Source: an optimization exercise on an open RTL-to-GDS flow (aim: small area, a short achievable clock period and few clock cycles per item). Production flows keep margins and buffers that such runs may drop. Only simulation tests tie the RTL to the original design; equivalence was not proved.

==> flow/design.v (excerpt) <==
module pdec_unit (
    input  wire        clk,
    input  wire        rst,        
    input  wire        start,      
    input  wire [2:0]  op,
    input  wire [2:0]  rel,        
    input  wire [63:0] s,
    input  wire [63:0] u,
    input  wire [4:0]  smap,       
    input  wire [3:0]  oplus,      
    input  wire [3:0]  ominus,     
    output wire        ready,
    output reg         done,       
    output wire [63:0] result,
    output wire        dx,         
    output wire        ovf         
);
Settings: LEC_CHECK=0, ABC_AREA=1, CAP_MARGIN=20, CORE_MARGIN=2, CORE_UTILIZATION=50, PLACE_DENSITY=0.65, SLEW_MARGIN=20, SYNTH_HIERARCHICAL=1; clock period 30.0 ns.
standard.sh (not shown) runs the stock make flow with config.mk's settings and CLKGATE_MAP_FILE= SYNTH_SCRIPT=/design/flow/synth_recipe.tcl, a recipe that flattens the netlist after the stock synthesis.
==> flow/flow/run.sh <==
#!/bin/bash
# Own layout flow: the standard layout (standard.sh) with these changes,
# nothing else:
#  - synthesis maps with flow/abc_area.script (ABC's &nf mapper, no sizing or
#    buffering: the resizer sizes the gates later); everything else in
#    synthesis is the standard script, so the registers are the same;
#  - repair_timing is asked to leave a setup margin (flow/margin.txt), so it
#    sizes the paths for a short period instead of stopping at the 30 ns clock;
#  - gates may be resized across cell footprints;
#  - the port buffers are buf_2 cells instead of the delay cell buffer_ports
#    picks by default (every input and output port still gets a buffer).
# The clock, the SDC and every other step are the standard flow's. All tool output goes
# to flow_make.log in this folder.
set -euo pipefail
MARGIN=$(cat flow/margin.txt)
rm -rf scripts_local
mkdir scripts_local
for f in "$FLOW_HOME"/scripts/*; do
    ln -s "$f" scripts_local/
done
rm scripts_local/abc_area.script
cp flow/abc_area.script scripts_local/abc_area.script
bash standard.sh SCRIPTS_DIR="$PWD/scripts_local" SETUP_SLACK_MARGIN="$MARGIN" MATCH_CELL_FOOTPRINT=0 \
    BUFFER_PORTS_ARGS="-buffer_cell sky130_fd_sc_hd__buf_2" finish > flow_make.log 2>&1
==> flow/flow/abc_area.script <==
&get -n
&st
&dch
&nf
&put
topo
==> flow/flow/margin.txt <==
21.3
Testbench counts at the start, summed over its fixed seeds: cycles 15,174, ops 8,000.
==> next run, changes <==
==> flow/flow/run.sh (replaced) <==
#!/bin/bash
# Own layout flow: the standard layout (standard.sh) with three resizer
# settings changed, nothing else:
#  - repair_timing is asked to leave a setup margin (flow/margin.txt), so it
#    sizes the paths for a short period instead of stopping at the 30 ns clock;
#  - gates may be resized across cell footprints;
#  - the port buffers are buf_2 cells instead of the delay cell buffer_ports
#    picks by default (every input and output port still gets a buffer).
# The clock, the SDC and every other step are the standard flow's. All tool output goes
# to flow_make.log in this folder.
set -euo pipefail
MARGIN=$(cat flow/margin.txt)
bash standard.sh SETUP_SLACK_MARGIN="$MARGIN" MATCH_CELL_FOOTPRINT=0 \
    BUFFER_PORTS_ARGS="-buffer_cell sky130_fd_sc_hd__buf_2" finish > flow_make.log 2>&1
removed: flow/flow/abc_area.script
Register-to-register slack gains 2200 ps. Clock skew fell by 3.5 ps. Setup slack gains 1600 ps. Die area rose by 8.9%. Area after synthesis rose by 9.0%. Core utilization fell by 10 points. Sequential share of layout area rose by 0.63 points. Design area fell by 7.5%.
==> next run, changes <==
--- a/flow/config.mk
+++ b/flow/config.mk
@@ -11,2 +11,2 @@
-export CORE_UTILIZATION = 50
-export PLACE_DENSITY = 0.65
+export CORE_UTILIZATION = 60
+export PLACE_DENSITY = 0.75
=> The changed run passed the timing, DRC and antenna checks; global-route usage climbs by 6.8 points; wire length came out higher by 0.37%; cell area went down by 1.0%; count of clock-buffer cells in the layout goes down by 1.

* * *

purple:
pdec_unit, a different RTL version from the one above (not shown whole).
Size: about 8300 cells after synthesis, about 160 flip-flops, about 220 I/O pins, about 0.046 mm^2 of cells after synthesis.
==> flow/config.mk <==
export PLATFORM = sky130hd
export DESIGN_NAME = pdec_unit
export DESIGN_NICKNAME = pdec_unit
export VERILOG_FILES = /design/flow/design.v
export SDC_FILE = /design/flow/constraint.sdc
export NUM_CORES = 4
export LEC_CHECK = 0
export ABC_AREA = 1
export CAP_MARGIN = 40
export CORE_MARGIN = 2
export CORE_UTILIZATION = 60
export PLACE_DENSITY = 0.75
export SLEW_MARGIN = 40
export SYNTH_HIERARCHICAL = 1
==> flow/constraint.sdc <==
create_clock -name core_clock -period 30.0 [get_ports {clk}]
set_input_delay 6.0000 -clock core_clock [delete_from_list [all_inputs] [get_ports {clk}]]
set_output_delay 6.0000 -clock core_clock [all_outputs]
set_load 0.01 [all_outputs]
==> flow/flow/run.sh <==
#!/bin/bash
# Own layout flow: the standard layout (standard.sh) with three resizer
# settings changed, nothing else:
#  - repair_timing is asked to leave a setup margin (flow/margin.txt), so it
#    sizes the paths for a short period instead of stopping at the 30 ns clock;
#  - gates may be resized across cell footprints;
#  - the port buffers are buf_2 cells instead of the delay cell buffer_ports
#    picks by default (every input and output port still gets a buffer).
# The clock, the SDC and every other step are the standard flow's. All tool output goes
# to flow_make.log in this folder.
set -euo pipefail
MARGIN=$(cat flow/margin.txt)
bash standard.sh SETUP_SLACK_MARGIN="$MARGIN" MATCH_CELL_FOOTPRINT=0 \
    BUFFER_PORTS_ARGS="-buffer_cell sky130_fd_sc_hd__buf_2" finish > flow_make.log 2>&1
Scripts as last shown in full above: flow/flow/margin.txt
purple: all stages complete, timing, DRC and antenna checks passed
Testbench counts of purple, summed over its fixed seeds: cycles 15,174, ops 8,000.
Edits applied to the flow inputs when going from purple to orange:
- CAP_MARGIN: 40 -> 20
- SLEW_MARGIN: 40 -> 20
## What came out
orange finished all stages; however, its layout fails the closing checks, the failures being max-capacitance violations, max-slew violations.
Taking purple as the reference, in orange number of buffers inserted to repair setup after CTS rose by 3, final max-slew violation count increased by 4 relative to the old numbers, register fraction of the total cell area level.
For purple, the slowest cell on the critical path was sky130_fd_sc_hd__fa_2, unlike orange, where it was sky130_fd_sc_hd__ha_1.
NOTE number of signal-net buffers in the layout purple->orange decreased by a few percent
As far as met3 track demand over resource is concerned, purple and orange perform about the same.
Diff purple..orange | via count | negligible
purple → orange: setup slack picked up an extra 0.12 ns; total routing usage reported by global routing neither gained nor lost much.

==> re-timing with driven ports <==
In the flow no input, the clock included, has a driving cell. The finished layouts below were timed again as built, in two steps.
Step 1 sets driving cells, clkbuf_16 on the clock port and buf_2 on the other inputs (assumed; they add their load-dependent delay and slew).
Step 2 moves the port delays by t, midway between the first and last clock arrival at a register: inputs arrive t later, outputs are due t later. That takes back most of the time a late clock gives input paths.
Three values: ideal ports, drivers, drivers and shift; two values: the first two.
run	t, ns	setup WS [ns]	worst data-port slew with drivers (ns)
the first run of note 1	0.565	19.649 / 19.649 / 19.649	0.11
the second run of note 1	0.558	21.221 / 21.224 / 20.666	0.08
the third run of note 1	0.546	21.234 / 21.207 / 20.669	0.11
purple	0.559	21.189 / 21.066 / 20.507	0.22
orange	0.571	21.307 / 21.247 / 20.677	0.15
The setup slack of purple, which loses most, moves by -0.123 ns with the drivers and by -0.682 ns with both steps.
